Background: an optimization exercise with open tools, aiming at small area, a short achievable clock period and few clock cycles per item. Do not read the settings as production practice.
Function was checked by simulation only, so behaviour that the tests miss may differ from the original.

== build 17 ==
Design ashlar_ctl, start of the top module:
module ashlar_ctl (
    input  wire         clk,
    input  wire         rst,
    input  wire         in_valid,
    output wire         in_ready,
    input  wire [1:0]   in_op,         
    input  wire [159:0] in_word,
    input  wire [127:0] in_wdata,
    input  wire [15:0]  in_wmask,
    output wire         out_valid,
    output wire [1:0]   out_outcome,   
    output wire [3:0]   out_column,
    output wire [31:0]  out_synd,
    output wire [127:0] out_data,
    output wire [31:0]  out_check,
    input  wire         erase_en,
    input  wire         clr_counts,
    input  wire         clr_erase,
    output wire         erased,
    output wire [3:0]   erased_col,
    input  wire [3:0]   csr_sel,
    output reg  [31:0]  csr_rdata
);
For scale: ~4000 cells after synthesis, about 550 I/O pins.
Settings: LEC_CHECK=0, CAP_MARGIN=20, CORE_MARGIN=2, CORE_UTILIZATION=40, SLEW_MARGIN=20; clock period 14.0 ns.
standard.sh (not shown) runs the stock make flow with config.mk's settings and CLKGATE_MAP_FILE= SYNTH_SCRIPT=/design/flow/synth_recipe.tcl, a recipe that flattens the netlist after the stock synthesis.
==> flow/flow/run.sh <==
#!/bin/bash
set -e
export SETUP_SLACK_MARGIN=7
export BUFFER_PORTS_ARGS="-buffer_cell sky130_fd_sc_hd__buf_1"
bash standard.sh > standard.log 2>&1
Testbench counts of build 17, summed over its fixed seeds: cycles 24,008, items 24,000.
Setup changes, build 17 to build 70
- an added CTS_BUF_LIST of sky130_fd_sc_hd__clkbuf_16
- an added CTS_CLUSTER_SIZE of 20
- an added CTS_CLUSTER_DIAMETER of 80
- a change of CORE_UTILIZATION from 40 to 60
--- a/flow/flow/run.sh
+++ b/flow/flow/run.sh
@@ -3 +3 @@
-export SETUP_SLACK_MARGIN=7
+export SETUP_SLACK_MARGIN=6.75
==> comparison <==
- A destination of the critical timing path of out_check[12] is what build 17 shows, while csr_rdata[24] belongs to build 70.
- The run showing the greater critical path depth is build 17.
- Build 70 vs build 17: hold slack up
- Taking build 17 over build 70, the number of placed cells counting well taps ratio works out to 1.08.
- Cmp build 70 vs build 17: count of buffers not belonging to the clock network in the layout lower in build 70
- Clock skew: build 70 vs build 17 down 0.013 ns
Setup changes, build 70 to build 4
- CORE_UTILIZATION: 60 -> 55
--- a/flow/flow/run.sh
+++ b/flow/flow/run.sh
@@ -3 +3 @@
-export SETUP_SLACK_MARGIN=6.75
+export SETUP_SLACK_MARGIN=6.5
- Die area | build 4 > build 70
- In build 4, the post-place instance area came out 150 µm² above the value in build 70.
- Compare build 70 and build 4 | post-detailed-routing wire length lower: build 70
- Looking only at number of inserted filler cells in the final layout, and setting everything else aside, the higher value of build 70 and build 4 goes to build 4.
- Build 4 ends up with a vias per cell that is 2.5% lower than in build 70.
- Going from build 70 to build 4, the global-route usage was found to have gone down by 3.2 points.
- Build 70 vs build 4, launching instance or port of the critical path: csr_sel[1] vs csr_sel[3]
- Per the comparison of build 4 with build 70, worst setup slack after layout went down by 0.24 ns.
> inputs changed (build 4 -> build 59)
- removing CTS_BUF_LIST (formerly sky130_fd_sc_hd__clkbuf_16)
- changing CORE_UTILIZATION from 55 to 40
- removing CTS_CLUSTER_SIZE (formerly 20)
- removing CTS_CLUSTER_DIAMETER (formerly 80)
==> flow/flow/run.sh <==
#!/bin/bash
set -e
export SETUP_SLACK_MARGIN=6
bash standard.sh > standard.log 2>&1
Findings:
On build 59: clock transition at the register clock pins on the worst setup and hold paths after CTS is 0.02 ns lower than what build 4 gave.
Build 59: sum of met2 wire segment lengths after detailed routing about 5.4% above build 4
No run among build 4 and build 59 stopped early or left any final violation; all are clean.
Of build 4 and build 59, build 59 shows the lower register fraction of the total cell area, with build 4 above it.

Setup of run A:
ashlar_ctl again, from the RTL that the note above started with.
export LEC_CHECK = 0
export CAP_MARGIN = 20
export CORE_MARGIN = 2
export CORE_UTILIZATION = 55
export CTS_BUF_LIST = sky130_fd_sc_hd__clkbuf_16
export CTS_CLUSTER_DIAMETER = 80
export CTS_CLUSTER_SIZE = 20
export SLEW_MARGIN = 20
create_clock -name core_clock -period 14.0 [get_ports {clk}]
==> flow/flow/run.sh <==
#!/bin/bash
set -e
export SETUP_SLACK_MARGIN=6.25
export BUFFER_PORTS_ARGS="-buffer_cell sky130_fd_sc_hd__buf_1"
bash standard.sh > standard.log 2>&1
Run A finished all stages; the layout is clean.
Testbench counts of run A, summed over its fixed seeds: cycles 24,008, items 24,000.
diff inputs: run A => run B
Settings: clearing CTS_CLUSTER_SIZE, which used to be 20; clearing CTS_CLUSTER_DIAMETER, which used to be 80; swapping 55 for 80 in CORE_UTILIZATION; swapping sky130_fd_sc_hd__clkbuf_16 for sky130_fd_sc_hd__clkbuf_8 in CTS_BUF_LIST.
==> flow/flow/run.sh <==
#!/bin/bash
set -e
export SETUP_SLACK_MARGIN=6.5
export BUFFER_PORTS_ARGS="-buffer_cell sky130_fd_sc_hd__buf_1"
bash standard.sh > standard.log 2>&1
--- outcome ---
Run B failed in global routing (5_1_grt) with GRT-0232. Across both runs, number of buffers inserted to repair setup after CTS was higher for run B than for run A. In the flow results for run B and run A, the number of gates resized after cts is smaller on run A. Run A -> run B: synthesized instance count flat. Run B -> run A: area after synthesis delta 0, exact match. Sequential area share after synthesis essentially unchanged between run A and run B. In terms of fraction of synthesized area in multiplexers, run B and run A differ only marginally. [compare] base=run A new=run B: placed instance count lower; depth of the CTS H-tree higher; number of standard-cell rows in the floorplan lower; global placement routability congestion higher. Diff run A..run B | quantity of hold-fixing buffers added after cts | unchanged.
Changes in run C relative to run B:
Settings: swapping 20 for 5 in CAP_MARGIN; swapping 20 for 5 in SLEW_MARGIN; swapping 80 for 55 in CORE_UTILIZATION.
Findings:
- Run C was carried through to the last stage, and its layout satisfied the timing, DRC and antenna checks.
- Run C has die extent in x above what run B had.
- Re post-synthesis instance total: no difference whatsoever between run C and run B.
- From run B to run C, synthesized-area fraction occupied by and/or/nand/nor cells did not move at all.
- Delta (run C minus run B): post-placement cell area went up; number of clock sinks seen by CTS held steady.

==> what the ideal ports hide <==
The flow's constraints put no driver on any port. The routed layouts listed below were extracted and timed again, unchanged, in two steps. Step 1 assumes that a clkbuf_16 drives the clock port and a buf_2 every other input. Step 2 moves the port delays by t, midway between the first and last clock arrival at a register: inputs arrive t later, outputs are due t later. That takes back most of the time a late clock gives input paths. Three values: ideal ports, drivers, drivers and shift; two values: the first two.
run	t (ns)	slack for setup (ns)	worst setup path after step 2
build 17	0.725	6.611 / 6.554 / 6.573	input to output
build 70	0.679	6.732 / 6.701 / 6.701	input to output
build 4	0.673	6.488 / 6.454 / 6.454	input to output
build 59	0.690	6.078 / 5.950 / 5.950	input to output
run A	0.675	6.356 / 6.329 / 6.329	input to output
run C	0.790	6.316 / 6.253 / 6.552	input to output
After both steps setup and hold are still met in every run listed. The setup slack of build 59, which loses most, moves by -0.128 ns with the drivers and by -0.128 ns with both steps.
